This is an optimization exercise on Yosys and OpenROAD, whose aim is small area, a short achievable clock period and few clock cycles per item, not a production implementation.
At most, simulation tests tie the RTL to the original design; equivalence was not proved.
Only the layout flow was run in run 7; the RTL was not checked for function there.
No activity file was given, so power comes from the tool's default toggle rates.

[design.v]
module mx_quant (
    input  wire        clk,
    input  wire        rst,
    input  wire        in_valid,
    output wire        in_ready,
    input  wire [31:0] in_data,
    input  wire [15:0] in_rand,
    input  wire [3:0]  in_fmt,
    input  wire [1:0]  in_rmode,
    output wire        out_valid,
    input  wire        out_ready,
    output wire [7:0]  out_elem,
    output wire [7:0]  out_scale,
    output wire        out_last
);
    localparam [2:0] F_E4M3 = 3'd0;
    localparam [2:0] F_E5M2 = 3'd1;
    localparam [2:0] F_E3M2 = 3'd2;
    localparam [2:0] F_E2M3 = 3'd3;
    localparam [2:0] F_E2M1 = 3'd4;
    localparam [2:0] F_INT8 = 3'd5;
    localparam [1:0] RM_RTZ  = 2'd1;
    localparam [1:0] RM_STOC = 2'd2;
    localparam integer NS = 33;      
    localparam integer W = 47;
    reg  [W*NS-1:0] ring;
    wire [W-1:0] st0  = ring[W-1:0];
    wire [W-1:0] st31 = ring[W*31 +: W];
    wire [W-1:0] st32 = ring[W*32 +: W];
    function [7:0] dec_e;
        input [W-1:0] v;
        dec_e = (v[29:22] == 8'hFF) ? 8'h00 : v[29:22];
    endfunction
    function [22:0] dec_f;
        input [W-1:0] v;
        dec_f = {v[21:0], (v[29:22] == 8'hFF) || ((v[29:22] != 8'h00) && v[31])};
    endfunction
    reg  [5:0] head_n;    
    reg  [5:0] fill_n;    
    reg  [5:0] hpos;      
    reg  [5:0] tpos;      
    reg        s0_new;    
    reg        s0_first;  
    reg        s0_spec;   
    reg        rdy;       
    reg        wfree;     
    wire       empty;
    wire       fill_full = (fill_n == 6'd32);
    wire       xfer      = fill_full && (head_n == 6'd0);
    wire       blk_ok    = (head_n != 6'd0) || fill_full;
    wire [5:0] fill_eff  = xfer ? 6'd0 : fill_n;
    wire [5:0] head_eff  = xfer ? 6'd32 : head_n;
    reg        r32_v, p2_v, out_v, q1_v;
    wire       out_fire = out_v && out_ready;
    wire [2:0] fl       = {2'd0, r32_v} + {2'd0, p2_v} + {2'd0, out_v} + {2'd0, q1_v};
    wire       credit   = (fl < 3'd3) || ((fl == 3'd3) && out_fire);
    wire       issue    = credit && !empty && (hpos == 6'd31) && blk_ok;
    assign in_ready = rdy;
    wire       ins      = in_valid && rdy;
    reg  [5:0] cnt;       
    wire [5:0] cnt_inc = cnt + 6'd1;
    wire [5:0] cnt_dec = cnt - 6'd1;
    wire c0  = (cnt == 6'd0);
    assign empty = c0;
    wire c1  = (cnt == 6'd1);
    wire c32 = (cnt == 6'd32);
    wire c33 = (cnt == 6'd33);
    wire tp_wrap = (tpos == 6'd32);
    wire n_tp0   = ins || tp_wrap;
    wire n_empty = ins ? 1'b0 : (issue ? c1 : c0);
    wire n_full  = (ins && !issue) ? c32 : (ins || !issue) ? c33 : 1'b0;
    wire n_f32   = ins ? (fill_eff == 6'd31) : (fill_full && !xfer);
    wire n_h0    = xfer ? 1'b0 : issue ? (head_n == 6'd1) : (head_n == 6'd0);
    wire n_free  = (n_empty || n_tp0) && !n_full;
    wire n_rdy   = n_free && (!n_f32 || n_h0);
    reg [3:0]  fill_fmt_raw;     
    reg [1:0]  fill_rm;
    wire       in_ezero = (in_data[30:23] == 8'h00);
    wire       in_stoch = ((fill_eff == 6'd0) ? in_rmode : fill_rm) == RM_STOC;
    wire [W-1:0] in_enc = {in_rand[15:1], in_stoch ? in_rand[0] : in_data[0], in_data[31],
                           in_data[30:23] | {8{in_ezero & in_data[0]}}, in_data[22:1]};
    always @(posedge clk) begin
        ring <= {ring[W*(NS-1)-1:0], wfree ? in_enc : st32};
    end
    always @(posedge clk) begin
        if (rst) begin
            head_n <= 6'd0;
            fill_n <= 6'd0;
            cnt    <= 6'd0;
            s0_new <= 1'b0;
            rdy    <= 1'b1;
            wfree  <= 1'b1;
        end else begin
            head_n <= issue ? head_eff - 6'd1 : head_eff;
            fill_n <= ins ? fill_eff + 6'd1 : fill_eff;
            s0_new <= ins;
            rdy    <= n_rdy;
            wfree  <= n_free;
            case ({ins, issue})
                2'b10:   cnt <= cnt_inc;
                2'b01:   cnt <= cnt_dec;
                default: cnt <= cnt;
            endcase
        end
        s0_first <= (fill_eff == 6'd0);
        s0_spec  <= (in_data[30:23] == 8'hFF);
        tpos <= (ins || tp_wrap) ? 6'd0 : tpos + 6'd1;
        if (empty)
            hpos <= 6'd0;
        else if (issue)
            hpos <= 6'd31;
        else
            hpos <= (hpos == 6'd32) ? 6'd0 : hpos + 6'd1;
    end
    reg [7:0]  acc_max;
    reg [4:0]  acc_lp;      
    reg        acc_nz;      
    reg        acc_spec;
    function [2:0] fmt_code;
        input [3:0] f;
        case (f)
            4'h5:    fmt_code = F_E5M2;
            4'h6:    fmt_code = F_E3M2;
            4'h7:    fmt_code = F_E2M3;
            4'h8:    fmt_code = F_E2M1;
            4'hC:    fmt_code = F_INT8;
            default: fmt_code = F_E4M3;
        endcase
    endfunction
    always @(posedge clk) begin
        if (wfree && (fill_eff == 6'd0)) begin
            fill_fmt_raw <= in_fmt;
            fill_rm      <= in_rmode;
        end
    end
    wire [2:0]  fill_fmt = fmt_code(fill_fmt_raw);
    wire [7:0]  s0_e = dec_e(st0);
    wire [22:0] s0_f = dec_f(st0);
    wire [4:0]  s0_lp = lead_pos(s0_f);
    wire        s0_nz = (s0_f != 23'd0);
    reg  [7:0]  acc_max_n;
    reg  [4:0]  acc_lp_n;
    reg         acc_nz_n;
    reg         acc_spec_n;
    always @(*) begin
        acc_max_n  = acc_max;
        acc_lp_n   = acc_lp;
        acc_nz_n   = acc_nz;
        acc_spec_n = acc_spec;
        if (s0_new) begin
            if (s0_first) begin
                acc_max_n  = s0_e;
                acc_lp_n   = s0_lp;
                acc_nz_n   = s0_nz;
                acc_spec_n = s0_spec;
            end else begin
                acc_max_n  = (s0_e > acc_max) ? s0_e : acc_max;
                acc_lp_n   = (s0_lp > acc_lp) ? s0_lp : acc_lp;
                acc_nz_n   = acc_nz | s0_nz;
                acc_spec_n = acc_spec | s0_spec;
            end
        end
    end
    always @(posedge clk) begin
        acc_max  <= acc_max_n;
        acc_lp   <= acc_lp_n;
        acc_nz   <= acc_nz_n;
        acc_spec <= acc_spec_n;
    end
    function [4:0] lead_pos;
        input [22:0] f;
        integer i;
        begin
            lead_pos = 5'd0;
            for (i = 0; i < 23; i = i + 1)
                if (f[i])
                    lead_pos = i[4:0];
        end
    endfunction
    function [4:0] f_emax;
        input [2:0] c;
        case (c)
            F_E5M2:  f_emax = 5'd15;
            F_E3M2:  f_emax = 5'd4;
            F_E2M3:  f_emax = 5'd2;
            F_E2M1:  f_emax = 5'd2;
            F_INT8:  f_emax = 5'd0;
            default: f_emax = 5'd8;
        endcase
    endfunction
    function signed [9:0] f_emin;
        input [2:0] c;
        case (c)
            F_E5M2:  f_emin = -10'sd14;
            F_E3M2:  f_emin = -10'sd2;
            F_E2M3:  f_emin = 10'sd0;
            F_E2M1:  f_emin = 10'sd0;
            F_INT8:  f_emin = 10'sd0;
            default: f_emin = -10'sd6;
        endcase
    endfunction
    function [2:0] f_mbits;
        input [2:0] c;
        case (c)
            F_E5M2:  f_mbits = 3'd2;
            F_E3M2:  f_mbits = 3'd2;
            F_E2M3:  f_mbits = 3'd3;
            F_E2M1:  f_mbits = 3'd1;
            F_INT8:  f_mbits = 3'd6;
            default: f_mbits = 3'd3;
        endcase
    endfunction
    function [6:0] f_maxcode;
        input [2:0] c;
        case (c)
            F_E5M2:  f_maxcode = 7'h7B;
            F_E3M2:  f_maxcode = 7'h1F;
            F_E2M3:  f_maxcode = 7'h1F;
            F_E2M1:  f_maxcode = 7'h07;
            F_INT8:  f_maxcode = 7'h7F;
            default: f_maxcode = 7'h7E;
        endcase
    endfunction
    wire        [4:0] c_emax = f_emax(fill_fmt);
    wire signed [9:0] c_emin = f_emin(fill_fmt);
    wire        [4:0] c_r0   = 5'd23 - {2'd0, f_mbits(fill_fmt)};
    wire        nz_zero = (acc_max_n == 8'd0) && !acc_nz_n;
    wire signed [9:0] nz_eb  = (acc_max_n != 8'd0) ? $signed({2'b00, acc_max_n})
                                                   : $signed({5'd0, acc_lp_n}) - 10'sd22;
    wire signed [9:0] nz_se  = nz_eb - $signed({5'd0, c_emax});       
    wire              nz_low = nz_se < 10'sd0;
    wire        [7:0] nz_scale = nz_low ? 8'h00 : nz_se[7:0];
    wire signed [9:0] nz_kb  = nz_low ? c_emin : nz_se + c_emin;        
    reg        [7:0] h_scale;    
    reg signed [9:0] h_kb;       
    reg        [2:0] h_fmt;
    reg        [1:0] h_rm;
    reg              h_zero;     
    always @(posedge clk) begin
        if (xfer) begin
            h_scale <= acc_spec_n ? 8'hFF : nz_zero ? 8'h00 : nz_scale;
            h_kb    <= nz_kb;
            h_fmt   <= fill_fmt;
            h_rm    <= fill_rm;
            h_zero  <= acc_spec_n || nz_zero;
        end
    end
    wire [7:0]  a_e = dec_e(st31);
    wire [22:0] a_f = dec_f(st31);
    wire [23:0] a_m = {a_e != 8'd0, a_f};
    reg  [4:0]  a_lz;      
    reg  [5:0]  a_tz;      
    integer k;
    always @(*) begin
        a_lz = 5'd31;
        for (k = 0; k < 23; k = k + 1)
            if (a_f[k])
                a_lz = 5'd22 - k[4:0];
        a_tz = 6'd63;
        for (k = 23; k >= 0; k = k - 1)
            if (a_m[k])
                a_tz = k[5:0];
    end
    reg [4:0] x_lz;
    reg [5:0] x_tz;
    reg       x_last;
    always @(posedge clk) begin
        x_lz   <= a_lz;
        x_tz   <= a_tz;
        x_last <= (head_n == 6'd1);
        if (rst)
            r32_v <= 1'b0;
        else
            r32_v <= issue;
    end
    wire        b_s    = st32[30];
    wire [7:0]  b_e    = dec_e(st32);
    wire [22:0] b_f    = dec_f(st32);
    wire [15:0] b_r    = st32[46:31];
    wire        b_norm = (b_e != 8'd0);
    wire [23:0] b_m    = {b_norm, b_f};
    wire [2:0]  b_mb   = f_mbits(h_fmt);
    wire [4:0]  b_r0   = 5'd23 - {2'd0, b_mb};
    wire signed [9:0]  b_eb = b_norm ? $signed({2'b00, b_e}) : -$signed({5'd0, x_lz});
    wire signed [10:0] b_t  = $signed({b_eb[9], b_eb}) - $signed({h_kb[9], h_kb});
    wire               b_tp = !b_t[10] && (b_t != 11'sd0);
    wire signed [10:0] b_D  = $signed({h_kb[9], h_kb}) + $signed({6'd0, b_r0}) -
                              $signed({3'd0, b_e[7:1], b_e[0] | !b_norm});
    wire        [5:0]  b_L  = b_norm ? 6'd0 : {1'b0, x_lz} + 6'd1;
    wire signed [6:0]  b_F  = $signed({2'b00, b_r0}) - $signed({1'b0, b_L});
    wire        [5:0]  b_Dc = (b_D[10:6] != 5'd0) ? 6'd63 : b_D[5:0];
    wire        [5:0]  b_R  = b_tp ? b_F[5:0] : b_Dc;
    wire [39:0] b_w    = {b_m, 16'd0} >> b_R;
    wire [7:0]  b_n    = b_w[23:16];
    wire [15:0] b_d    = b_w[15:0];
    wire        b_rbit = b_w[15];
    wire        b_sticky = ({1'b0, x_tz} + 7'd2) <= {1'b0, b_R};
    reg b_ru;
    always @(*) begin
        case (h_rm)
            RM_RTZ:  b_ru = 1'b0;
            RM_STOC: b_ru = (b_d > b_r);
            default: b_ru = b_rbit & (b_sticky | b_n[0]);
        endcase
    end
    wire [4:0] b_ebias = b_tp ? b_t[4:0] : 5'd0;
    wire [7:0] b_pre   = ({3'd0, b_ebias} << b_mb) + b_n;
    reg        p2_last, p2_s, p2_ru, p2_zero;
    reg [6:0]  p2_pre;
    reg [2:0]  p2_fmt;
    reg [7:0]  p2_scale;
    wire p2_mv = p2_v && (!q1_v || out_fire);    
    wire p2_en = !p2_v || p2_mv;
    always @(posedge clk) begin
        if (rst)
            p2_v <= 1'b0;
        else if (p2_en)
            p2_v <= r32_v;
        if (p2_en) begin
            p2_last  <= x_last;
            p2_s     <= b_s;
            p2_ru    <= b_ru;
            p2_pre   <= b_pre[6:0];
            p2_fmt   <= h_fmt;
            p2_zero  <= h_zero;
            p2_scale <= h_scale;
        end
    end
    wire [7:0]  c_code = {1'b0, p2_pre} + {7'd0, p2_ru};
    wire [6:0]  c_max  = f_maxcode(p2_fmt);
    wire [6:0]  c_fp   = (c_code > {1'b0, c_max}) ? c_max : c_code[6:0];
    wire [7:0]  c_mag  = (c_code[7] && !p2_s) ? 8'd127 : c_code;    
    wire [7:0]  c_neg  = 8'd0 - c_mag;
    reg [7:0] c_elem;
    always @(*) begin
        if (p2_zero)
            c_elem = 8'h00;
        else begin
            case (p2_fmt)
                F_INT8:         c_elem = p2_s ? c_neg : c_mag;
                F_E3M2, F_E2M3: c_elem = {2'b00, p2_s, c_fp[4:0]};
                F_E2M1:         c_elem = {4'b0000, p2_s, c_fp[2:0]};
                default:        c_elem = {p2_s, c_fp[6:0]};
            endcase
        end
    end
    wire [16:0] c_ent = {p2_last, p2_scale, c_elem};
    reg [16:0] o_ent, q1_ent;
    always @(posedge clk) begin
        if (rst) begin
            out_v <= 1'b0;
            q1_v  <= 1'b0;
        end else begin
            if (!out_v || out_fire)
                out_v <= q1_v || p2_mv;
            if (q1_v)
                q1_v <= !out_fire || p2_mv;
            else
                q1_v <= out_v && !out_fire && p2_mv;
        end
        if (!out_v || out_fire)
            o_ent <= q1_v ? q1_ent : c_ent;
        if (q1_v ? out_fire : (out_v && !out_fire))
            q1_ent <= c_ent;
    end
    assign out_valid = out_v;
    assign out_elem  = o_ent[7:0];
    assign out_scale = o_ent[15:8];
    assign out_last  = o_ent[16];
endmodule
[flow/run.sh]
#!/bin/bash
# The standard layout (the standard.sh, unchanged synthesis), with two
# changes in how ORFS is asked to lay it out:
# - every input and output port gets a buf_2 as its port buffer.
set -euo pipefail
export SETUP_SLACK_MARGIN=21.7
export BUFFER_PORTS_ARGS="-buffer_cell sky130_fd_sc_hd__buf_2"
bash standard.sh > standard.log 2>&1
[standard.sh]
#!/bin/bash
# synth_recipe.tcl (not shown) runs the flow's synth.tcl, then flattens the netlist and writes it again
# the make line also repeats each setting of config.mk as NAME=value (left out here)
make -C /OpenROAD-flow-scripts/flow DESIGN_CONFIG=/design/flow/config.mk WORK_HOME=/design/flow/orfs CLKGATE_MAP_FILE= SYNTH_SCRIPT=/design/flow/synth_recipe.tcl "${@:-finish}"
[config.mk]
export PLATFORM = sky130hd
export DESIGN_NAME = mx_quant
export DESIGN_NICKNAME = mx_quant
export VERILOG_FILES = /design/flow/design.v
export SDC_FILE = /design/flow/constraint.sdc
export NUM_CORES = 4
export LEC_CHECK = 0
export ABC_AREA = 1
export CAP_MARGIN = 20
export CORE_MARGIN = 2
export CORE_UTILIZATION = 60
export CTS_CLUSTER_DIAMETER = 80
export CTS_CLUSTER_SIZE = 30
export SLEW_MARGIN = 20
[constraint.sdc]
create_clock -name core_clock -period 28.0 [get_ports {clk}]
set_input_delay 5.6000 -clock core_clock [delete_from_list [all_inputs] [get_ports {clk}]]
set_output_delay 5.6000 -clock core_clock [all_outputs]
set_load 0.01 [all_outputs]
==> results of run 1 <==
==> routing by layer <==
layer | up-vias | track usage, % | share of wire (%)
met5 | - | 0 | 0
met3 | 121 | 2.298 | 3.1
met4 | 0 | 6.706 | 2.8
met1 | 10550 | 27.72 | 47
met2 | 406 | 34.63 | 47
li1 | 11480 | - | -
==> power groups by stage <==
stage	Sequential [W]	Combinational [W]	Clock [W]
finish	0.00284	0.000419	0.00117
global route	0.00287	0.000474	0.00127
CTS	0.00284	0.000398	0.00120
detailed placement	0.00289	0.000390	0
global placement	0.00288	0.000378	0
floorplan	0.00284	0.000291	0
==> through the flow <==
stage / hold slack [ns] / util [%] / cells / setup WS (ns) / cell area [um2]
global route: 0.3283 / 66.52 / 4646 / 21.15 / 48610
CTS: 0.3184 / 65.83 / 4629 / 21.17 / 48110
detailed placement: 0.3121 / 62.75 / 4526 / 20.45 / 45860
global placement: 0.3095 / 62.75 / 4526 / 20.52 / 45860
floorplan: 0.3096 / - / 3530 / 21.02 / 44500
finish: 0.3212 / 66.52 / 4647 / 21.22 / 48620
==> worst paths after layout <==
| path | slack (ns) | start | cells past startpoint | endpoint |
|---|---|---|---|---|
| setup / recovery | 21.22 | o_ent[13]$_DFFE_PN_ | 1 | out_scale[5] |
| hold / removal | 0.32 | ring[632]$_DFF_P_ | 0 | ring[679]$_DFF_P_ |
| setup reg to reg | 22.00 | ring[0]$_DFF_P_ | 45 | h_kb[9]$_DFFE_PP_ |
| hold reg to reg | 0.32 | ring[632]$_DFF_P_ | 0 | ring[679]$_DFF_P_ |
==> registers in the layout, indices dropped and copies added, names as in the netlist, 3 cells and up <==
register / count
h_kb: 10
fill_fmt_raw: 4
fill_n: 6
acc_lp: 5
p2_fmt: 3
x_lz: 5
o_ent: 17
h_scale: 8
h_fmt: 3
p2_pre: 7
x_tz: 6
ring: 1551
hpos: 6
acc_max: 8
q1_ent: 17
p2_scale: 8
head_n: 6
cnt: 6
tpos: 6
==> Yosys cell counts, drive strengths merged (20+ instances only) <==
library cell / instances
a21oi: 93
a31oi: 26
buf: 22
clkbuf: 20
dfxtp: 1617
edfxtp: 86
ha: 112
inv: 326
nand2: 545
nand3: 161
nand4: 23
nor2: 176
nor3: 31
o21ai: 145
xor2: 32
==> cell families (layout without fill, tap and decap cells) <==
kind of cell	after synthesis	count (layout)	share of synthesized area, %
fa+ha+maj	121	121	3.564
flops	1703	1703	78.76
simple gates	966	970	9.191
mux	4	4	0.1015
buf+inv	370	523	3.307
other cells	1	2	0.008450
compound gates	324	324	4.257
xor+xnor	41	41	0.8092
==> cell usage in the layout, fill, tap and decap left out, drive strengths merged, types with 7 or more instances in the layout <==
cell	count
o211ai	12
a31oi	26
o21a	9
nand4	23
edfxtp	86
dfxtp	1617
nand2	549
ha	112
buf	108
clkinv	7
nor4	12
xnor2	9
nand3	161
nor2	176
nor3	31
o21bai	7
inv	332
fa	9
o21ai	145
clkbuf	73
a21oi	93
xor2	32
==> cell type report <==
class	instances	area, um2
Fill cell	5180	24470
Clock inverter	14	211.5
Clock buffer	72	1748
Multi-Input combinational cell	1461	8496
Inverter	328	1257
Sequential cell	1703	34980
Antenna cell	1	2.502
Timing Repair Buffer	109	723.2
Tap cell	959	1200
==> timing repair <==
action / in CTS / in global routing
buffers inserted: 17 / 12
endpoints found under the setup margin: 41 / 43
gates cloned: 0 / 5
pin swaps: 10 / 24
gates resized for setup: 42 / 87
==> flow_summary.ini, run 1 <==
[timing]
final.period_utilization_pct = 24.21
max_slew_margin_pct = 28.55
layout_min_cycle_time_ns = 6.778
rsz0062_at_grt = true
tightest_slew_ns = 1.072
finalMaxSlewViolations = 0
max_freq_mhz = 147.5
setup_viol = 0
fin_tns_setup_ns = 0
clock-skew-final_ns = 0.01994
hold_viol_final = 0

[floorplan]
dieWidth_um = 276.0
core_region_area_mm2 = 0.07308
die_area_mm2 = 0.07616
row_count = 99
initial_utilization_pct = 60.72
io_pins = 77
die_h_um = 276.0

[critical_path]
cpLargestDelayFamily = flip-flops
max_stage_delay_ns = 0.39
cp.arrival_ns = 1.18
worstPathRequired_ns = 22.40
path_class = reg2out
end_kind = output port
worstSetupStartpointType = flip-flop
cp_num_buf_inv = 1
path_cells = buf_2
crit_fanout = 1
critical-path-slowest-cell = edfxtp_1

[power_and_ir_drop]
p_clk_share_pct = 26.4
internal_power_w = 0.003372
pwr-share-seq_pct = 64.1
p_leak_nw = 21.44
combPwrFrac_pct = 9.5
switching_share_pct = 23.81
design_power_total_w = 0.004426
ir_drop_mv = 0.08162
power_density_mw_per_mm2 = 91.04
p_sw_w = 0.001054

[yosys]
yosysTopAreaCell = dfxtp_1
synth.area.top_cells = dfxtp_1 73%, edfxtp_1 5.8%, nand2_1 4.5%
synth.net_count = 3709
synth-seq-area-share_pct = 78.76
syn_inst = 3530
yosys_register_bits = 1703
avgSynthCellArea_um2 = 12.57
yosysWarnings = 1
synth_area_mm2 = 0.04438
synth_cell_type_count = 61
synth_edf_count = 86
ys.flop_type = dfxtp_1
yosysTopAreaCellShare_pct = 72.94
async_reset_ff_share_pct = 0

[detailed_routing]
drtIter0Drc = 1338
via_count = 22550
antenna_left = 0
routed_wl_mm = 78.94
wire_per_inst_um = 16.99
via_per_inst = 4.853
drc_errors = 0
first_pass_iters = 5

[cts]
cts_buffer_depth = 3
cts.sinks = 1703
postCtsHoldBufs = 0
tritoncts = built
ctsRootBufferMaster = clkbuf_16
clkTransAtPathRegs_ns = 0.11
insertion_delay_ns = 0.65
cts_made_buffers = 68
cts_max_level = 3

[global_routing]
grt_max_degree = 92
first_global_vias = 22710
grt.overflow.total = 0
antenna_found_initial = 3
grt_use_total_pct = 20.48
grt_pass1_wl_mm = 121.1

[job]
drv_cap = 0

[placed_design]
io_buffers = 76
gp_routability_congestion = 0.8518
hpwl_mm = 51.75

[hold_path]
min_path_type = reg2reg

[finish]
area_growth_pct = 9.546
final_nets = 3850
layout-drive-gt1-share_pct = 9.113

[status]
status = complete, no violations
Testbench counts, summed over its fixed seeds: cycles 12,568, items 384.
==> run 2, diff against run 1 <==
==> flow/run.sh (replaced) <==
#!/bin/bash
# The standard layout (the standard.sh, unchanged synthesis), with two
# changes in how ORFS is asked to lay it out:
# - every input and output port gets a buf_2 as its port buffer.
set -euo pipefail
export SETUP_SLACK_MARGIN=21.4
export BUFFER_PORTS_ARGS="-buffer_cell sky130_fd_sc_hd__buf_2"
bash standard.sh > standard.log 2>&1
==> flow_summary.ini, run 2 <==
[hold_path]
worstHoldStart = ring[1409]$_DFF_P_
min_path_type = reg2reg

[critical_path]
path_class = reg2out
path_cells = buf_2
cp-startpoint = o_ent[16]$_DFFE_PN_
end_kind = output port
worstPathRequired_ns = 22.40
crit_fanout = 1
cp_num_buf_inv = 1
cp_num_cells = 1
critical-path-slowest-cell = edfxtp_1
reg2reg_from = ring[1532]$_DFF_P_
r2r-end = p2_pre[6]$_DFFE_PP_
worstSetupStartpointType = flip-flop
r2r_cells = 40
critPathCapture = out_last
cpLargestDelayFamily = flip-flops
cp.arrival_ns = 1.19
reg2reg_slack_ns = 21.79
max_stage_delay_ns = 0.39

[yosys]
yosys-top-cells-count = 1617 x dfxtp_1, 532 x nand2_1, 314 x inv_1
synth.net_count = 3709
synth_area_mm2 = 0.04438
synth_edf_count = 86
yosysTopAreaCell = dfxtp_1
syn_inst = 3530
synth-seq-area-share_pct = 78.76
synth_cell_type_count = 61
yosysTopAreaCellShare_pct = 72.94
async_reset_ff_share_pct = 0
yosysMostFrequentCell = dfxtp_1
yosys_register_bits = 1703
yosysWarnings = 1
ys.flop_type = dfxtp_1
avgSynthCellArea_um2 = 12.57
synth.area.top_cells = dfxtp_1 73%, edfxtp_1 5.8%, nand2_1 4.5%

[power_and_ir_drop]
combPwrFrac_pct = 9.1
power_density_mw_per_mm2 = 91.66
switching_share_pct = 23.94
p_leak_nw = 21.32
p_clk_share_pct = 26.7
internal_power_w = 0.003364
ir_drop_mv = 0.08936
pwr-share-seq_pct = 64.2
p_sw_w = 0.001059

[placed_design]
io_buffers = 76
hpwl_mm = 51.17
place_area_mm2 = 0.04582
gp_routability_congestion = 0.8777

[detailed_routing]
antenna_left = 0
via_per_inst = 4.860
top_layer = met5
via_count = 22550
first_pass_iters = 7
met2WireLength_mm = 36.25
routed_wl_mm = 77.12
met1_length_mm = 35.79
wire_per_inst_um = 16.62
drtIter0Drc = 1233
drc_errors = 0
met3_length_mm = 2.773

[global_routing]
first_global_vias = 22710
grt_max_degree = 92
grt.overflow.total = 0
grt_use_total_pct = 20.28
antenna_found_initial = 6
grt_pass1_wl_mm = 119.5

[cts]
cts_made_buffers = 69
cts.sinks = 1703
cts_buffer_depth = 3
cts_max_level = 3
tritoncts = built
clkTransAtPathRegs_ns = 0.11
ctsRootBufferMaster = clkbuf_16
postCtsHoldBufs = 0
insertion_delay_ns = 0.67

[floorplan]
die_area_mm2 = 0.07616
initial_utilization_pct = 60.72
core_region_area_mm2 = 0.07308
row_count = 99
die_h_um = 276.0
io_pins = 77
dieWidth_um = 276.0

[finish]
multi_input_area_mm2 = 0.008198
reg_top3 = ring x1551, o_ent x17, q1_ent x17
final_nets = 3840
layout_commonest_cell = dfxtp_1
layout-drive-gt1-share_pct = 7.801
max_flop_register = ring
area_growth_pct = 8.743
fin_area_mm2 = 0.04826
largest_reg_flops = 1551
num-fill-cells = 5298
mostFrequentLayoutCells = 1605 x dfxtp_1, 526 x nand2_1, 311 x inv_1
seq_area_mm2 = 0.03497

[timing]
setup_viol = 0
fin_tns_setup_ns = 0
finalMaxSlewViolations = 0
final.period_utilization_pct = 24.25
clock-skew-final_ns = 0.04278
hold_viol_final = 0
max_freq_mhz = 147.3
layout_min_cycle_time_ns = 6.790
rsz0062_at_grt = true
max_slew_margin_pct = 28.38
tightest_slew_ns = 1.074

[job]
drv_cap = 0

[status]
status = complete, no violations
==> run 2: changes by cell type in the layout (fill, tap and decap cells not counted), sizes merged <==
| cell | delta |
|---|---|
| clkinv | +6 |
| nand2 | -1 |
| bufinv | -1 |
| clkinvlp | -1 |
| buf | -9 |
| inv | -2 |
==> run 2: metal layers <==
metal / vias to the layer above / GRT usage (%)
met1: 10570 / 27.11
met4: 2 / 6.537
met2: 384 / 33.96
met3: 136 / 3.269
li1: 11460 / -
met5: - / 0
==> run 2: repair_timing <==
item	CTS	global route
cloned	0	3
buffers inserted	3	17
gates resized for setup	8	54
pin swaps	1	11
endpoints found under the setup margin	28	32
==> run 2: worst min path at each step <==
| stage | to | slack, ns | cells past startpoint |
|---|---|---|---|
| finish | ring[1456]$_DFF_P_ | 0.30 | 0 |
| global route | ring[1456]$_DFF_P_ | 0.31 | 0 |
| global placement | ring[337]$_DFF_P_ | 0.31 | 0 |
| floorplan | ring[1000]$_DFF_P_ | 0.31 | 0 |
| CTS | ring[1456]$_DFF_P_ | 0.30 | 0 |
| detailed placement | ring[1302]$_DFF_P_ | 0.31 | 0 |
==> run 2: final cells by class <==
cell class	count	share of cell area [%]
sequential	1703	72.47
multi-input combinational	1460	16.99
clock buffer	73	3.630
inverter	328	2.595
tap	959	2.486
timing repair buffer	99	1.200
clock inverter	16	0.6248
antenna	1	0.005185
==> run 2: kinds of logic (layout without fill, tap and decap cells) <==
kind of cell             Yosys count  in the layout  share of synthesized area [%]
AO/OA/AOI/OAI                    324            324                          4.257
XOR/XNOR                          41             41                         0.8092
adder cells (fa/ha/maj)          121            121                          3.564
buffers and inverters            370            516                          3.307
flip-flops                      1703           1703                          78.76
multiplexers                       4              4                         0.1015
other                              1              2                       0.008450
AND/OR/NAND/NOR                  966            969                          9.191
==> run 2: power groups by stage <==
stage	clock network [W]	logic (W)	registers, W
floorplan	0	0.000291	0.00284
global placement	0	0.000374	0.00288
detailed placement	0	0.000386	0.00289
CTS	0.00121	0.000389	0.00284
global route	0.00129	0.000456	0.00287
finish	0.00118	0.000403	0.00284
==> run 2: stage by stage <==
step	hold WS [ns]	worst slack (ns)	std cells	total power, W	util, %
finish	0.3021	21.21	4639	0.004424	66.03
global route	0.3134	21.14	4638	0.004615	66.03
CTS	0.2975	21.18	4618	0.004446	65.58
detailed placement	0.3121	20.55	4526	0.003274	62.70
global placement	0.3096	20.54	4526	0.003251	62.70
floorplan	0.3096	21.02	3530	0.003132	-
==> run 3, diff against run 2 <==
--- a/design.v
+++ b/design.v
@@ -113,7 +113,6 @@
             hpos <= (hpos == 6'd32) ? 6'd0 : hpos + 6'd1;
     end
     reg [7:0]  acc_max;
-    reg [4:0]  acc_lp;      
     reg        acc_nz;      
     reg        acc_spec;
     function [2:0] fmt_code;
@@ -136,26 +135,21 @@
     wire [2:0]  fill_fmt = fmt_code(fill_fmt_raw);
     wire [7:0]  s0_e = dec_e(st0);
     wire [22:0] s0_f = dec_f(st0);
-    wire [4:0]  s0_lp = lead_pos(s0_f);
     wire        s0_nz = (s0_f != 23'd0);
     reg  [7:0]  acc_max_n;
-    reg  [4:0]  acc_lp_n;
     reg         acc_nz_n;
     reg         acc_spec_n;
     always @(*) begin
         acc_max_n  = acc_max;
-        acc_lp_n   = acc_lp;
         acc_nz_n   = acc_nz;
         acc_spec_n = acc_spec;
         if (s0_new) begin
             if (s0_first) begin
                 acc_max_n  = s0_e;
-                acc_lp_n   = s0_lp;
                 acc_nz_n   = s0_nz;
                 acc_spec_n = s0_spec;
             end else begin
                 acc_max_n  = (s0_e > acc_max) ? s0_e : acc_max;
-                acc_lp_n   = (s0_lp > acc_lp) ? s0_lp : acc_lp;
                 acc_nz_n   = acc_nz | s0_nz;
                 acc_spec_n = acc_spec | s0_spec;
             end
@@ -163,20 +157,9 @@
     end
     always @(posedge clk) begin
         acc_max  <= acc_max_n;
-        acc_lp   <= acc_lp_n;
         acc_nz   <= acc_nz_n;
         acc_spec <= acc_spec_n;
     end
-    function [4:0] lead_pos;
-        input [22:0] f;
-        integer i;
-        begin
-            lead_pos = 5'd0;
-            for (i = 0; i < 23; i = i + 1)
-                if (f[i])
-                    lead_pos = i[4:0];
-        end
-    endfunction
     function [4:0] f_emax;
         input [2:0] c;
         case (c)
@@ -223,14 +206,11 @@
     endfunction
     wire        [4:0] c_emax = f_emax(fill_fmt);
     wire signed [9:0] c_emin = f_emin(fill_fmt);
-    wire        [4:0] c_r0   = 5'd23 - {2'd0, f_mbits(fill_fmt)};
     wire        nz_zero = (acc_max_n == 8'd0) && !acc_nz_n;
-    wire signed [9:0] nz_eb  = (acc_max_n != 8'd0) ? $signed({2'b00, acc_max_n})
-                                                   : $signed({5'd0, acc_lp_n}) - 10'sd22;
-    wire signed [9:0] nz_se  = nz_eb - $signed({5'd0, c_emax});       
+    wire signed [9:0] nz_se  = $signed({2'b00, acc_max_n}) - $signed({5'd0, c_emax});
     wire              nz_low = nz_se < 10'sd0;
     wire        [7:0] nz_scale = nz_low ? 8'h00 : nz_se[7:0];
-    wire signed [9:0] nz_kb  = nz_low ? c_emin : nz_se + c_emin;        
+    wire signed [9:0] nz_kb  = $signed({2'b00, nz_scale}) + c_emin;     
     reg        [7:0] h_scale;    
     reg signed [9:0] h_kb;       
     reg        [2:0] h_fmt;
--- a/config.mk
+++ b/config.mk
@@ -8,7 +8,7 @@
 export ABC_AREA = 1
 export CAP_MARGIN = 20
 export CORE_MARGIN = 2
-export CORE_UTILIZATION = 60
+export CORE_UTILIZATION = 75
 export CTS_CLUSTER_DIAMETER = 80
 export CTS_CLUSTER_SIZE = 30
 export SLEW_MARGIN = 20
==> flow_summary.ini, run 3 <==
[timing]
tightest_slew_ns = 1.124
finalMaxSlewViolations = 0
layout_min_cycle_time_ns = 6.881
hold_viol_final = 0
final.period_utilization_pct = 24.57
clock-skew-final_ns = 0.03366
hold_ws_ns = 0.3134
setup_viol = 0
timing.final.ws_setup_ns = 21.12
rsz0062_at_grt = true
fin_tns_setup_ns = 0
max_freq_mhz = 145.3
max_slew_margin_pct = 25.07

[floorplan]
die_h_um = 245.7
row_count = 88
core_region_area_mm2 = 0.05770
die_area_mm2 = 0.06037
io_pins = 77
dieWidth_um = 245.7
initial_utilization_pct = 75.94

[critical_path]
worstPathRequired_ns = 22.40
end_kind = output port
cp_num_buf_inv = 1
reg2reg_slack_ns = 21.24
cp.arrival_ns = 1.28
reg2reg_from = ring[22]$_DFF_P_
path_cells = buf_2
path_class = reg2out
cpLargestDelayFamily = flip-flops
critical-path-slowest-cell = edfxtp_1
worstSetupStartpointType = flip-flop
crit_fanout = 1
max_stage_delay_ns = 0.46
r2r_cells = 35
r2r-end = h_kb[8]$_DFFE_PP_

[yosys]
yosys-top-cells-count = 1612 x dfxtp_1, 433 x nand2_1, 270 x inv_1
yosys_register_bits = 1698
synth_edf_count = 86
avgSynthCellArea_um2 = 13.06
yosysTopAreaCell = dfxtp_1
yosysMostFrequentCell = dfxtp_1
yosysWarnings = 1
syn_inst = 3356
ys.flop_type = dfxtp_1
synth_cell_type_count = 67
synth_area_mm2 = 0.04382
yosysTopAreaCellShare_pct = 73.65
synth.area.top_cells = dfxtp_1 74%, edfxtp_1 5.9%, nand2_1 3.7%
synth-seq-area-share_pct = 79.55
async_reset_ff_share_pct = 0
synth.net_count = 3528

[finish]
reg_top3 = ring x1551, o_ent x17, q1_ent x17
seq_area_mm2 = 0.03486
mostFrequentLayoutCells = 1609 x dfxtp_1, 430 x nand2_1, 268 x inv_1
final_nets = 3656
max_flop_register = ring
num-fill-cells = 2665
layout.cells.non_filler = 4266
layout_commonest_cell = dfxtp_1
largest_reg_flops = 1551
layout-drive-gt1-share_pct = 8.886
multi_input_area_mm2 = 0.007826
area_growth_pct = 7.761

[cts]
tritoncts = built
cts_buffer_depth = 3
cts.sinks = 1698
postCtsHoldBufs = 0
ctsRootBufferMaster = clkbuf_16
cts_max_level = 3
cts_made_buffers = 67
clkTransAtPathRegs_ns = 0.12
insertion_delay_ns = 0.68

[detailed_routing]
wire_per_inst_um = 23.58
antenna_left = 0
drtIter0Drc = 2587
drc_errors = 0
via_per_inst = 5.731
via_count = 24450
first_pass_iters = 9
routed_wl_mm = 100.6

[placed_design]
io_buffers = 76
numPlacedInstances = 4160
gp_routability_congestion = 0.8525
hpwl_mm = 57.49
detailedPlace.worstSlack_ns = 20.60

[global_routing]
first_global_vias = 25430
grt.overflow.total = 0
grt_use_total_pct = 32.81
grt-busiest-layer = met2
grt_max_degree = 81
grtUsageMet2_pct = 57.56
antenna_found_initial = 7
grt_util_met3_pct = 5.642
use_met1_pct = 38.67
grt_pass1_wl_mm = 147.9

[hold_path]
min_to = ring[333]$_DFF_P_
worstHoldStart = ring[286]$_DFF_P_
worstHoldPathCells = 0
min_path_type = reg2reg

[job]
drv_cap = 0

[power_and_ir_drop]
p_leak_nw = 20.66
design_power_total_w = 0.004398
power_density_mw_per_mm2 = 93.14
ir_drop_mv = 0.08491

[status]
status = complete, no violations
[run 3: changes by cell type after synthesis, moves of 7 or more]
cell and delta:
ha_1 -7, nand2_1 -99, nand3_1 -25, inv_1 -44
o21ai_0 -14, nand3_2 +13, mux2_2 +11, o21ai_1 -7
nor4_1 +9, o21ai_2 +7, nand2_4 +7
[run 3: worst max path at each step]
stage,startpoint,to,cells past startpoint
floorplan,out_ready,cnt[4]$_SDFFE_PP0P_,12
CTS,o_ent[7]$_DFFE_PN_,out_elem[7],1
detailed placement,out_ready,cnt[4]$_SDFFE_PP0P_,13
global placement,out_ready,cnt[5]$_SDFFE_PP0P_,11
global route,ring[1532]$_DFF_P_,p2_ru$_DFFE_PP_,35
finish,o_ent[7]$_DFFE_PN_,out_elem[7],1
[run 3: layer usage]
| layer | wire length, um | vias to the layer above |
|---|---|---|
| met3 | 6724 | 463 |
| met1 | 36950 | 11660 |
| met5 | 37 | - |
| met2 | 50680 | 1384 |
| li1 | - | 10940 |
| met4 | 6217 | 6 |
[run 3: cell families (layout without fill, tap and decap cells)]
| group | count (synthesis) | in the layout | share of synthesized area [%] |
|---|---|---|---|
| AOI/OAI and AO/OA | 281 | 281 | 3.678 |
| other | 1 | 2 | 0.008559 |
| DFF | 1698 | 1698 | 79.55 |
| and+or+nand+nor | 881 | 881 | 9.147 |
| buffers and inverters | 325 | 469 | 3.007 |
| xor gates and xnor gates | 41 | 41 | 0.8196 |
| muxes | 15 | 15 | 0.3855 |
| adders and majority gates | 114 | 114 | 3.410 |
[run 3: power by group]
part	internal, W	total [W]	switching, W	leakage (nW)
sequential	0.00272	0.00285	0.000130	14.4
combinational	0.000116	0.000360	0.000245	5.28
clock	0.000461	0.00119	0.000730	0.926
[run 3: final cells by class]
| cell class | count | area share, % |
|---|---|---|
| repair buffers | 97 | 1.224 |
| repair inverters | 1 | 0.01590 |
| multi-input cells | 1333 | 16.58 |
| flip-flops and latches | 1698 | 73.83 |
| clock buffers | 75 | 3.681 |
| clock inverters | 10 | 0.3233 |
| well taps | 765 | 2.027 |
| inverters | 286 | 2.313 |
| diodes | 1 | 0.005300 |
[run 3: per-stage QoR]
stage               util [%]  area (um2)
floorplan                  -       43860
global placement       77.96       44980
detailed placement     77.96       44980
CTS                    81.48       47010
global route           81.83       47210
finish                 81.84       47220
[run 3: what timing repair did]
item / 4_1_cts / 5_1_grt
cloned: 0 / 1
setup endpoints to repair: 32 / 34
hold endpoints to repair: 0 / 0
buffers inserted: 8 / 11
pin swaps: 5 / 11
gates resized for setup: 22 / 31
Testbench counts of run 3, summed over its fixed seeds: cycles 12,568, items 384.
==> run 4, diff against run 3 <==
--- a/config.mk
+++ b/config.mk
@@ -8,7 +8,7 @@
 export ABC_AREA = 1
 export CAP_MARGIN = 20
 export CORE_MARGIN = 2
-export CORE_UTILIZATION = 75
+export CORE_UTILIZATION = 60
 export CTS_CLUSTER_DIAMETER = 80
 export CTS_CLUSTER_SIZE = 30
 export SLEW_MARGIN = 20
==> flow_summary.ini, run 4 <==
[yosys]
yosysTopAreaCellShare_pct = 73.65
yosys-top-cells-count = 1612 x dfxtp_1, 433 x nand2_1, 270 x inv_1
ys.flop_type = dfxtp_1
synth-seq-area-share_pct = 79.55
synth_edf_count = 86
yosys_register_bits = 1698
synth_cell_type_count = 67
yosysMostFrequentCell = dfxtp_1
yosysTopAreaCell = dfxtp_1
synth.area.top_cells = dfxtp_1 74%, edfxtp_1 5.9%, nand2_1 3.7%
yosysWarnings = 1
async_reset_ff_share_pct = 0
synth_area_mm2 = 0.04382
synth.net_count = 3528
avgSynthCellArea_um2 = 13.06
syn_inst = 3356

[finish]
max_flop_register = ring
layout_commonest_cell = dfxtp_1
reg_top3 = ring x1551, o_ent x17, q1_ent x17
layout-drive-gt1-share_pct = 8.276
final_nets = 3648
largest_reg_flops = 1551
area_growth_pct = 8.204
mostFrequentLayoutCells = 1609 x dfxtp_1, 431 x nand2_1, 269 x inv_1
diodes = 0
num-fill-cells = 5206

[critical_path]
reg2reg_from = ring[1532]$_DFF_P_
cp.arrival_ns = 1.20
cp_num_buf_inv = 1
worstSetupStartpointType = flip-flop
cpLargestDelayFamily = flip-flops
path_class = reg2out
worstPathRequired_ns = 22.40
end_kind = output port
critical-path-slowest-cell = edfxtp_1
r2r_cells = 32
cp_num_cells = 1
reg2reg_slack_ns = 21.89
max_stage_delay_ns = 0.40
r2r-end = p2_pre[6]$_DFFE_PP_
path_cells = buf_2
crit_fanout = 1

[floorplan]
die_h_um = 274.2
core_region_area_mm2 = 0.07259
io_pins = 77
die_area_mm2 = 0.07520
dieWidth_um = 274.2
row_count = 99
initial_utilization_pct = 60.36

[placed_design]
gp_routability_congestion = 0.8304
hpwl_mm = 47.01
io_buffers = 76

[cts]
ctsRootBufferMaster = clkbuf_16
cts.sinks = 1698
postCtsHoldBufs = 0
tritoncts = built
insertion_delay_ns = 0.65
cts_made_buffers = 69
cts_max_level = 3
cts_buffer_depth = 3
clkTransAtPathRegs_ns = 0.10

[detailed_routing]
via_per_inst = 4.826
wire_per_inst_um = 16.24
drc_errors = 0
drtIter0Drc = 1240
antenna_left = 0
routed_wl_mm = 72.29
first_pass_iters = 5
via_count = 21480

[timing]
clock-skew-final_ns = 0.03497
rsz0062_at_grt = true
hold_viol_final = 0
finalMaxSlewViolations = 0
layout_min_cycle_time_ns = 6.796
max_slew_margin_pct = 31.40
max_freq_mhz = 147.2
tightest_slew_ns = 1.029
setup_viol = 0
hold_ws_ns = 0.3048
fin_tns_setup_ns = 0
final.period_utilization_pct = 24.27

[hold_path]
min_to = ring[174]$_DFF_P_
worstHoldStart = ring[127]$_DFF_P_
min_path_type = reg2reg
worstHoldPathCells = 0

[power_and_ir_drop]
power_density_mw_per_mm2 = 90.44
combPwrFrac_pct = 7.1
p_sw_w = 0.0009888
ir_drop_mv = 0.07887
switching_share_pct = 23.06
p_leak_nw = 20.65
internal_power_w = 0.003299
pwr-share-seq_pct = 65.4
p_clk_share_pct = 27.5

[global_routing]
grt_use_total_pct = 19.64
grt_pass1_wl_mm = 116.0
first_global_vias = 21930
grt.overflow.total = 0
grt_max_degree = 81
antenna_found_initial = 1

[status]
status = complete, no violations

[job]
drv_cap = 0
## run 4: cell counts after synthesis
No cell type changed its count.
## run 4: final cells by class
| type | count | area (um2) | area share (%) |
|---|---|---|---|
| clock buffers | 72 | 1759 | 3.711 |
| clock inverters | 15 | 267.8 | 0.5648 |
| inverters | 286 | 1090 | 2.299 |
| multi-input cells | 1333 | 7734 | 16.31 |
| flip-flops and latches | 1698 | 34860 | 73.53 |
| well taps | 959 | 1200 | 2.531 |
| repair buffers | 87 | 493.0 | 1.040 |
| repair inverters | 1 | 5.005 | 0.01056 |
## run 4: timing repair
action / 4_1_cts / 5_1_grt
gates cloned: 0 / 1
setup buffers: 2 / 6
hold endpoints to repair: 0 / 0
gates resized for setup: 4 / 23
pin swaps: 1 / 6
setup endpoints to repair: 21 / 26
## run 4: power groups by stage
| stage | Clock, W | Sequential [W] | Combinational, W |
|---|---|---|---|
| after floorplan | 0 | 0.00281 | 0.000229 |
| after detailed placement | 0 | 0.00286 | 0.000303 |
| final | 0.00118 | 0.00281 | 0.000304 |
| after global placement | 0 | 0.00285 | 0.000296 |
| after global routing | 0.00129 | 0.00283 | 0.000349 |
| after CTS | 0.00121 | 0.00281 | 0.000305 |
## run 4: worst max-delay path by stage
stage	from	end	slack, ns
floorplan	out_ready	cnt[4]$_SDFFE_PP0P_	21.00
global placement	out_ready	cnt[5]$_SDFFE_PP0P_	20.66
detailed placement	out_ready	cnt[4]$_SDFFE_PP0P_	20.60
CTS	o_ent[11]$_DFFE_PN_	out_scale[3]	21.15
global route	o_ent[11]$_DFFE_PN_	out_scale[3]	21.15
finish	o_ent[3]$_DFFE_PN_	out_elem[3]	21.20
## run 4: cells by family (layout without fill, tap and decap cells)
family | count (synthesis) | after routing | synth area share [%]
flops | 1698 | 1698 | 79.55
simple gates | 881 | 881 | 9.147
fa+ha+maj | 114 | 114 | 3.410
mux | 15 | 15 | 0.3855
compound gates | 281 | 281 | 3.678
buf+inv | 325 | 461 | 3.007
xor+xnor | 41 | 41 | 0.8196
other cells | 1 | 1 | 0.008559
## run 4: routing by layer
metal	track usage (%)	routed length (um)
met1	27.10	34490
met2	32.62	33760
met5	0	0
met3	2.557	2521
met4	5.764	1518
## run 4: per-stage QoR
| stage | instance area, um2 | worst slack (ns) | utilization [%] | total power (W) | cells |
|---|---|---|---|---|---|
| 2_1_floorplan | 43860 | 21.00 | - | 0.003042 | 3356 |
| 3_3_place_gp | 45230 | 20.66 | 62.31 | 0.003142 | 4355 |
| 3_5_place_dp | 45230 | 20.60 | 62.31 | 0.003158 | 4355 |
| 4_1_cts | 47280 | 21.15 | 65.14 | 0.004329 | 4444 |
| 5_1_grt | 47410 | 21.15 | 65.32 | 0.004476 | 4451 |
| 6_report | 47410 | 21.20 | 65.32 | 0.004288 | 4451 |
==> run 5, diff against run 4 <==
==> flow/run.sh (replaced) <==
#!/bin/bash
# The standard layout (the standard.sh, unchanged synthesis), with two
# changes in how ORFS is asked to lay it out:
# - every input and output port gets a buf_2 as its port buffer.
set -euo pipefail
export SETUP_SLACK_MARGIN=21.2
export BUFFER_PORTS_ARGS="-buffer_cell sky130_fd_sc_hd__buf_2"
bash standard.sh > standard.log 2>&1
==> flow_summary.ini, run 5 <==
[status]
status = complete, no violations

[placed_design]
gp_routability_congestion = 0.8321
io_buffers = 76
hpwl_mm = 47.20
place_area_mm2 = 0.04521

[yosys]
async_reset_ff_share_pct = 0
synth.area.top_cells = dfxtp_1 74%, edfxtp_1 5.9%, nand2_1 3.7%
synth_edf_count = 86
synth_area_mm2 = 0.04382
yosysTopAreaCellShare_pct = 73.65
yosysWarnings = 1
yosys_register_bits = 1698
syn_inst = 3356
avgSynthCellArea_um2 = 13.06
ys.flop_type = dfxtp_1
synth_cell_type_count = 67
synth-seq-area-share_pct = 79.55
synth.net_count = 3528
yosysTopAreaCell = dfxtp_1
yosysMostFrequentCell = dfxtp_1
yosys-top-cells-count = 1612 x dfxtp_1, 433 x nand2_1, 270 x inv_1

[floorplan]
row_count = 99
core_region_area_mm2 = 0.07259
die_h_um = 274.2
io_pins = 77
die_area_mm2 = 0.07520
dieWidth_um = 274.2
initial_utilization_pct = 60.36

[detailed_routing]
via_count = 21420
routed_wl_mm = 70.46
drc_errors = 0
wire_per_inst_um = 15.86
via_per_inst = 4.821
first_pass_iters = 5
drtIter0Drc = 1131
antenna_left = 0

[cts]
cts_made_buffers = 68
clkTransAtPathRegs_ns = 0.10
postCtsHoldBufs = 0
tritoncts = built
insertion_delay_ns = 0.65
ctsRootBufferMaster = clkbuf_16
cts.sinks = 1698
cts_buffer_depth = 3
cts_max_level = 3

[critical_path]
critical-path-slowest-cell = edfxtp_1
r2r_cells = 34
cpLargestDelayFamily = flip-flops
cp_num_cells = 1
worstPathRequired_ns = 22.40
reg2reg_from = ring[1532]$_DFF_P_
r2r-end = p2_pre[6]$_DFFE_PP_
crit_fanout = 1
path_cells = buf_2
reg2reg_slack_ns = 21.79
path_class = reg2out
cp_num_buf_inv = 1
end_kind = output port
max_stage_delay_ns = 0.40
worstSetupStartpointType = flip-flop
cp.arrival_ns = 1.20

[finish]
final_nets = 3641
seq_area_mm2 = 0.03486
num-fill-cells = 5303
layout_commonest_cell = dfxtp_1
mostFrequentLayoutCells = 1610 x dfxtp_1, 432 x nand2_1, 270 x inv_1
area_growth_pct = 7.899
largest_reg_flops = 1551
reg_top3 = ring x1551, o_ent x17, q1_ent x17
layout-drive-gt1-share_pct = 7.893
multi_input_area_mm2 = 0.007705
fin_area_mm2 = 0.04728
max_flop_register = ring

[hold_path]
worstHoldPathCells = 0
min_path_type = reg2reg
min_to = ring[140]$_DFF_P_
worstHoldStart = ring[93]$_DFF_P_

[timing]
tightest_slew_ns = 1.038
layout_min_cycle_time_ns = 6.795
finalMaxSlewViolations = 0
max_slew_margin_pct = 30.83
final.period_utilization_pct = 24.27
fin_tns_setup_ns = 0
max_freq_mhz = 147.2
hold_viol_final = 0
setup_viol = 0
clock-skew-final_ns = 0.02426
rsz0062_at_grt = true

[global_routing]
grt_pass1_wl_mm = 113.6
grt_max_degree = 81
first_global_vias = 21700
antenna_found_initial = 1
grt_use_total_pct = 19.24
grt.overflow.total = 0

[job]
drv_cap = 0

[power_and_ir_drop]
ir_drop_mv = 0.08026
power_density_mw_per_mm2 = 90.30
p_leak_nw = 20.60
==> run 5: worst max-delay path by stage <==
stage,from,endpoint
6_report,o_ent[2]$_DFFE_PN_,out_elem[2]
5_1_grt,o_ent[3]$_DFFE_PN_,out_elem[3]
4_1_cts,o_ent[1]$_DFFE_PN_,out_elem[1]
3_5_place_dp,out_ready,cnt[4]$_SDFFE_PP0P_
3_3_place_gp,out_ready,cnt[5]$_SDFFE_PP0P_
2_1_floorplan,out_ready,cnt[4]$_SDFFE_PP0P_
==> run 5: layout make-up <==
type	instances	area share, %
flip-flops and latches	1698	73.74
multi-input cells	1333	16.30
clock buffers	72	3.679
well taps	959	2.538
inverters	286	2.281
repair buffers	82	0.8998
clock inverters	13	0.5611
diodes	1	0.005293
==> run 5: power by group <==
part / switching [W] / total [W] / internal [W]
clock: 0.000688 / 0.00116 / 0.000475
combinational: 0.000194 / 0.000303 / 0.000109
sequential: 0.0000897 / 0.00280 / 0.00271
==> run 5: per-stage QoR <==
stage | hold slack, ns | power, W | util, % | worst slack, ns | std cells
4_1_cts | 0.3157 | 0.004315 | 65.05 | 21.15 | 4439
3_5_place_dp | 0.3121 | 0.003157 | 62.29 | 20.61 | 4354
2_1_floorplan | 0.3096 | 0.003042 | - | 21.00 | 3356
5_1_grt | 0.3181 | 0.004462 | 65.13 | 21.15 | 4443
6_report | 0.3172 | 0.004269 | 65.13 | 21.20 | 4444
3_3_place_gp | 0.3098 | 0.003143 | 62.29 | 20.66 | 4354
==> run 5: worst reg2reg max path, delay by kind of cell, from the launching register on <==
kind                       cells  cell delay [ns]
AOI/OAI and AO/OA              6             0.82
xor gates and xnor gates       2             0.30
adders and majority gates      3             0.97
buffers and inverters          3             0.53
DFF                            1             0.44
and+or+nand+nor               20             2.91
==> run 5: layer usage <==
layer,wire [um],GRT usage (%)
met3,2232,2.706
met4,2154,6.622
met5,0,0
met2,32600,31.53
met1,33480,26.42
==> run 5: what timing repair did <==
item / in CTS / in global routing
resized for setup: 1 / 6
setup buffers: 0 / 4
pin swaps: 0 / 1
setup endpoints to repair: 14 / 26
==> run 5: kinds of logic (layout without fill, tap and decap cells) <==
| logic type | Yosys count | in the layout | share of synthesized area, % |
|---|---|---|---|
| other cells | 1 | 2 | 0.008559 |
| fa+ha+maj | 114 | 114 | 3.410 |
| mux | 15 | 15 | 0.3855 |
| xor+xnor | 41 | 41 | 0.8196 |
| buf+inv | 325 | 453 | 3.007 |
| compound gates | 281 | 281 | 3.678 |
| simple gates | 881 | 881 | 9.147 |
| flops | 1698 | 1698 | 79.55 |
==> run 6, diff against run 5 <==
--- a/design.v
+++ b/design.v
@@ -264,11 +264,10 @@
     wire signed [9:0]  b_eb = b_norm ? $signed({2'b00, b_e}) : -$signed({5'd0, x_lz});
     wire signed [10:0] b_t  = $signed({b_eb[9], b_eb}) - $signed({h_kb[9], h_kb});
     wire               b_tp = !b_t[10] && (b_t != 11'sd0);
-    wire signed [10:0] b_D  = $signed({h_kb[9], h_kb}) + $signed({6'd0, b_r0}) -
-                              $signed({3'd0, b_e[7:1], b_e[0] | !b_norm});
     wire        [5:0]  b_L  = b_norm ? 6'd0 : {1'b0, x_lz} + 6'd1;
     wire signed [6:0]  b_F  = $signed({2'b00, b_r0}) - $signed({1'b0, b_L});
-    wire        [5:0]  b_Dc = (b_D[10:6] != 5'd0) ? 6'd63 : b_D[5:0];
+    wire signed [10:0] b_u  = $signed({{4{b_F[6]}}, b_F}) - b_t;
+    wire        [5:0]  b_Dc = (b_u[10:6] != 5'd0) ? 6'd63 : b_u[5:0];
     wire        [5:0]  b_R  = b_tp ? b_F[5:0] : b_Dc;
     wire [39:0] b_w    = {b_m, 16'd0} >> b_R;
     wire [7:0]  b_n    = b_w[23:16];
==> flow_summary.ini, run 6 <==
[yosys]
async_reset_ff_share_pct = 0
synth_edf_count = 86
syn_inst = 3331
synth_cell_type_count = 66
synth.area.top_cells = dfxtp_1 74%, edfxtp_1 5.9%, nand2_1 3.5%
yosysTopAreaCellShare_pct = 74.21
synth-seq-area-share_pct = 80.15
yosysTopAreaCell = dfxtp_1
yosys-top-cells-count = 1612 x dfxtp_1, 408 x nand2_1, 267 x inv_1
ys.flop_type = dfxtp_1
synth.net_count = 3496
synth_area_mm2 = 0.04349
yosysMostFrequentCell = dfxtp_1
yosysWarnings = 1
yosys_register_bits = 1698
avgSynthCellArea_um2 = 13.05

[critical_path]
path_class = reg2out
cp_num_buf_inv = 1
path_cells = buf_2
crit_fanout = 1
end_kind = output port
worstSetupStartpointType = flip-flop
cpLargestDelayFamily = flip-flops
max_stage_delay_ns = 0.39
worstPathRequired_ns = 22.40
critical-path-slowest-cell = edfxtp_1
cp.arrival_ns = 1.19

[power_and_ir_drop]
ir_drop_mv = 0.07427
p_leak_nw = 20.83
combPwrFrac_pct = 7.4
internal_power_w = 0.003305
pwr-share-seq_pct = 65.3
p_clk_share_pct = 27.3
power_density_mw_per_mm2 = 89.79
p_sw_w = 0.0009952
switching_share_pct = 23.14

[detailed_routing]
drc_errors = 0
drtIter0Drc = 1181
via_per_inst = 4.885
antenna_left = 0
via_count = 21830
routed_wl_mm = 75.45
first_pass_iters = 7
wire_per_inst_um = 16.89

[cts]
cts.sinks = 1698
insertion_delay_ns = 0.65
ctsRootBufferMaster = clkbuf_16
clkTransAtPathRegs_ns = 0.11
cts_made_buffers = 69
cts_buffer_depth = 3
postCtsHoldBufs = 0
cts_max_level = 3
tritoncts = built

[finish]
area_growth_pct = 10.14
largest_reg_flops = 1551
layout.cells.non_filler = 4468
layout_commonest_cell = dfxtp_1
final_nets = 3663
layout-drive-gt1-share_pct = 11.00
mostFrequentLayoutCells = 1600 x dfxtp_1, 383 x nand2_1, 264 x inv_1
reg_top3 = ring x1551, o_ent x17, q1_ent x17
max_flop_register = ring

[floorplan]
core_region_area_mm2 = 0.07161
die_h_um = 273.2
dieWidth_um = 273.2
row_count = 98
die_area_mm2 = 0.07465
io_pins = 77
initial_utilization_pct = 60.73

[global_routing]
antenna_found_initial = 2
grt_use_total_pct = 20.42
first_global_vias = 21910
grt_pass1_wl_mm = 119.5
grt.overflow.total = 0
grt_max_degree = 81

[status]
status = complete, no violations

[timing]
rsz0062_at_grt = true
layout_min_cycle_time_ns = 6.787
finalMaxSlewViolations = 0
max_freq_mhz = 147.3
tightest_slew_ns = 0.9824
max_slew_margin_pct = 34.51
final.period_utilization_pct = 24.24
clock-skew-final_ns = 0.03080
setup_viol = 0
fin_tns_setup_ns = 0
hold_viol_final = 0

[hold_path]
min_path_type = reg2reg

[placed_design]
numPlacedInstances = 4319
io_buffers = 76
gp_routability_congestion = 0.8185
hpwl_mm = 47.54

[job]
drv_cap = 0
[run 6: cell types whose count changed after synthesis, sizes merged, moves of 4 or more]
| cell | delta |
|---|---|
| nand2 | -37 |
| nand3 | +24 |
| ha | -5 |
| inv | -6 |
| o21ai | -10 |
| buf | +6 |
| nor2 | -4 |
| o31ai | +4 |
[run 6: layout make-up]
type,instances,area [um2]
Sequential cell,1698,34890
Multi-Input combinational cell,1316,7883
Antenna cell,1,2.502
Fill cell,5003,23720
Tap cell,950,1189
Inverter,281,1072
Timing Repair Buffer,132,872.1
Clock inverter,16,216.5
Clock buffer,74,1768
[run 6: repair_timing]
item	CTS	global route
resized for setup	19	124
buffers inserted	4	47
setup endpoints to repair	20	31
cloned	5	2
pin swaps	6	40
[run 6: cells by family after synthesis]
group,count (synthesis),synth area share [%]
other,1,0.008624
xor gates and xnor gates,39,0.7855
adders and majority gates,107,3.200
buffers and inverters,323,2.955
AOI/OAI and AO/OA,290,3.896
and+or+nand+nor,858,8.617
muxes,15,0.3884
DFF,1698,80.15
[run 6: metrics by stage]
step	power [W]	utilization, %	hold slack, ns	setup slack, ns	instance area (um2)
2_1_floorplan	0.003029	-	0.3096	21.00	43530
3_3_place_gp	0.003130	62.71	0.3096	20.65	44910
3_5_place_dp	0.003146	62.71	0.3121	20.40	44910
4_1_cts	0.004318	65.74	0.3147	21.16	47080
5_1_grt	0.004480	66.88	0.3180	21.02	47890
6_report	0.004300	66.88	0.3127	21.21	47890
[run 6: path summary, 6_finish.rpt]
path	slack, ns	end	cells past startpoint	startpoint
hold reg to reg	0.31	ring[364]$_DFF_P_	0	ring[317]$_DFF_P_
hold / removal	0.31	ring[364]$_DFF_P_	0	ring[317]$_DFF_P_
setup reg to reg	21.40	p2_ru$_DFFE_PP_	45	ring[1530]$_DFF_P_
setup / recovery	21.21	out_elem[0]	1	o_ent[0]$_DFFE_PN_
[run 6: layer usage]
metal  global-route usage, %  wire (um)
met5                       0          0
met3                   2.421       2205
met4                   5.378       1521
met1                   28.13      35450
met2                   34.47      36270
[run 6: power by group through the flow]
stage	Combinational [W]	Clock [W]	Sequential, W
floorplan	0.000218	0	0.00281
global placement	0.000285	0	0.00285
detailed placement	0.000291	0	0.00286
CTS	0.000297	0.00121	0.00281
global route	0.000361	0.00128	0.00284
finish	0.000317	0.00117	0.00281
Testbench counts of run 6, summed over its fixed seeds: cycles 12,568, items 384.
==> run 7, diff against run 6 <==
--- a/design.v
+++ b/design.v
@@ -305,18 +305,18 @@
             p2_scale <= h_scale;
         end
     end
-    wire [7:0]  c_code = {1'b0, p2_pre} + {7'd0, p2_ru};
+    wire        c_inv  = p2_s && (p2_fmt == F_INT8);
+    wire [7:0]  c_code = ({1'b0, p2_pre} ^ {8{c_inv}}) + {7'd0, p2_ru ^ c_inv};
     wire [6:0]  c_max  = f_maxcode(p2_fmt);
     wire [6:0]  c_fp   = (c_code > {1'b0, c_max}) ? c_max : c_code[6:0];
-    wire [7:0]  c_mag  = (c_code[7] && !p2_s) ? 8'd127 : c_code;    
-    wire [7:0]  c_neg  = 8'd0 - c_mag;
+    wire [7:0]  c_int  = (c_code[7] && !p2_s) ? 8'd127 : c_code;
     reg [7:0] c_elem;
     always @(*) begin
         if (p2_zero)
             c_elem = 8'h00;
         else begin
             case (p2_fmt)
-                F_INT8:         c_elem = p2_s ? c_neg : c_mag;
+                F_INT8:         c_elem = c_int;
                 F_E3M2, F_E2M3: c_elem = {2'b00, p2_s, c_fp[4:0]};
                 F_E2M1:         c_elem = {4'b0000, p2_s, c_fp[2:0]};
                 default:        c_elem = {p2_s, c_fp[6:0]};
--- a/config.mk
+++ b/config.mk
@@ -12,3 +12,4 @@
 export CTS_CLUSTER_DIAMETER = 80
 export CTS_CLUSTER_SIZE = 30
 export SLEW_MARGIN = 20
+export TNS_END_PERCENT = 10
==> flow_summary.ini, run 7 <==
[status]
status = complete, no violations

[critical_path]
r2r-end = p2_ru$_DFFE_PP_
crit_fanout = 1
cp.arrival_ns = 1.17
worstPathRequired_ns = 22.40
end_kind = output port
reg2reg_slack_ns = 21.57
path_class = reg2out
worstSetupStartpointType = flip-flop
path_cells = buf_2
reg2reg_from = ring[1531]$_DFF_P_
cp_num_buf_inv = 1
max_stage_delay_ns = 0.38
critical-path-slowest-cell = edfxtp_1
cpLargestDelayFamily = flip-flops
r2r_cells = 42

[yosys]
synth_top_family_by_area = simple AND/OR/NAND/NOR gates
yosysTopAreaCell = dfxtp_1
async_reset_ff_share_pct = 0
yosys-top-cells-count = 1612 x dfxtp_1, 390 x nand2_1, 257 x inv_1
yosys.area_share.simple_pct = 8.649
synth_cell_type_count = 64
synth_edf_count = 86
synth.area.top_cells = dfxtp_1 74%, edfxtp_1 5.9%, nand2_1 3.4%
synth-xor-area-share_pct = 0.9216
synth_compound_area_share_pct = 3.816
synthMuxAreaShare_pct = 0.3888
synth-seq-area-share_pct = 80.23
avgSynthCellArea_um2 = 13.08
yosysTopAreaCellShare_pct = 74.28
yosysWarnings = 1
yosys_register_bits = 1698
synth.net_count = 3483
yosysMostFrequentCell = dfxtp_1
ys.flop_type = dfxtp_1
syn_inst = 3321
synth_area_mm2 = 0.04344
synth_adder_area_share_pct = 3.116

[cts]
cts_max_level = 3
postCtsHoldBufs = 0
ctsRootBufferMaster = clkbuf_16
cts_buffer_depth = 3
tritoncts = built
clkTransAtPathRegs_ns = 0.11
cts_made_buffers = 68
cts.sinks = 1698
insertion_delay_ns = 0.64

[detailed_routing]
top_layer = met4
via_count = 21750
met1_length_mm = 34.96
via_per_inst = 4.900
met3_length_mm = 2.342
met2WireLength_mm = 35.64
drtIter0Drc = 1617
routed_wl_mm = 75.12
first_pass_iters = 6
wire_per_inst_um = 16.92
drc_errors = 0
antenna_left = 0

[placed_design]
hpwl_mm = 48.46
numPlacedInstances = 4311
gp_routability_congestion = 0.8400
io_buffers = 76

[floorplan]
dieWidth_um = 273.1
core_region_area_mm2 = 0.07161
initial_utilization_pct = 60.67
io_pins = 77
row_count = 98
die_h_um = 273.1
die_area_mm2 = 0.07458

[finish]
layout.cells.non_filler = 4440
max_flop_register = ring
mostFrequentLayoutCells = 1601 x dfxtp_1, 382 x nand2_1, 254 x inv_1
area_growth_pct = 9.660
largest_reg_flops = 1551
layout_commonest_cell = dfxtp_1
layout-drive-gt1-share_pct = 10.03
diodes = 0
reg_top3 = ring x1551, o_ent x17, q1_ent x17
final_nets = 3640

[power_and_ir_drop]
p_leak_nw = 20.71
power_density_mw_per_mm2 = 90.19
design_power_total_w = 0.004297
ir_drop_mv = 0.07491

[global_routing]
grt_max_degree = 55
grt.overflow.total = 0
antenna_found_initial = 0
first_global_vias = 21700
grt_pass1_wl_mm = 117.2
grt_use_total_pct = 20.09

[timing]
max_freq_mhz = 147.8
hold_viol_final = 0
tightest_slew_ns = 0.9641
setup_viol = 0
rsz0062_at_grt = true
fin_tns_setup_ns = 0
final.period_utilization_pct = 24.17
max_slew_margin_pct = 35.57
layout_min_cycle_time_ns = 6.768
finalMaxSlewViolations = 0
clock-skew-final_ns = 0.04226

[job]
drv_cap = 0

[hold_path]
worstHoldStart = ring[520]$_DFF_P_
min_path_type = reg2reg
min_to = ring[567]$_DFF_P_
worstHoldPathCells = 0
==> run 7: changes by cell type after synthesis, sizes merged, moves of 6 or more <==
cell / change
a21oi: +6
nand2: -16
nand3: -8
nor2: +24
o31ai: -6
==> run 7: layer usage <==
layer,GRT usage [%],up-vias
met5,0,-
met2,34.16,413
li1,-,10900
met1,27.20,10290
met4,5.882,0
met3,2.416,145
==> run 7: layout make-up <==
| cell class | count | area, um2 |
|---|---|---|
| sequential | 1698 | 34880 |
| inverter | 273 | 1052 |
| tap | 950 | 1189 |
| fill | 5083 | 23970 |
| multi-input combinational | 1313 | 7795 |
| clock buffer | 71 | 1723 |
| clock inverter | 11 | 172.7 |
| timing repair buffer | 124 | 832.0 |
==> run 7: what timing repair did <==
item / CTS / global route
pin swaps: 4 / 29
cloned: 2 / 4
setup buffers: 6 / 35
gates resized for setup: 16 / 88
endpoints found under the setup margin: 9 / 28
==> run 7: per-stage QoR <==
stage	setup slack (ns)	util (%)	cell area, um2	hold slack, ns
after floorplan	20.96	-	43500	0.3096
after global placement	20.60	62.69	44890	0.3095
after detailed placement	20.39	62.69	44890	0.3121
after CTS	21.19	65.51	46910	0.3070
after global routing	21.13	66.53	47640	0.3008
final	21.23	66.53	47640	0.3057
==> run 7: worst max path at each step <==
stage	from	to	slack, ns	cells after the start
6_report	o_ent[15]$_DFFE_PN_	out_scale[7]	21.23	1
3_5_place_dp	ring[1533]$_DFF_P_	p2_pre[6]$_DFFE_PP_	20.39	42
5_1_grt	ring[1526]$_DFF_P_	p2_ru$_DFFE_PP_	21.13	43
4_1_cts	o_ent[2]$_DFFE_PN_	out_elem[2]	21.19	1
3_3_place_gp	ring[1533]$_DFF_P_	p2_pre[6]$_DFFE_PP_	20.60	42
2_1_floorplan	out_ready	cnt[4]$_SDFFE_PP0P_	20.96	11
==> run 7: logic make-up after synthesis <==
group / after synthesis
buffers and inverters: 314
DFF: 1698
AOI/OAI and AO/OA: 287
xor gates and xnor gates: 44
muxes: 15
adders and majority gates: 104
other: 1
and+or+nand+nor: 858
==> run 7: power by group <==
group / switching [W] / internal (W)
clock: 0.000683 / 0.000465
combinational: 0.000218 / 0.000125
sequential: 0.0000898 / 0.00272

[what the ideal ports hide]
Ports are ideal in the flow. The routed layouts listed here were re-timed in OpenROAD. Step 1: set_driving_cell puts a clkbuf_16 on clk and a buf_2 on each other input, an assumption about the parent block. Step 2 adds t to the input delays and takes it off the output delays; t is the mean of the earliest and latest rising clock arrival at the registers after step 1. Input paths then give back, and output paths get back, about the clock's delay inside the block. Three values: ideal ports, drivers, drivers and shift; two values: the first two.
run	shift t [ns]	setup slack, ns	worst slew at a driven data input, ns
run 1	0.708	21.222 / 21.153 / 20.752	0.07
run 2	0.713	21.210 / 21.147 / 20.745	0.06
run 3	0.726	21.119 / 21.054 / 20.637	0.05
run 4	0.707	21.204 / 21.139 / 20.740	0.06
run 5	0.704	21.205 / 21.141 / 20.670	0.12
run 6	0.707	21.213 / 21.143 / 20.653	0.05
run 7	0.690	21.232 / 21.165 / 20.631	0.07
After both steps every run listed still meets setup and hold. The setup slack of run 7, which loses most, moves by -0.067 ns with the drivers and by -0.601 ns with both steps.
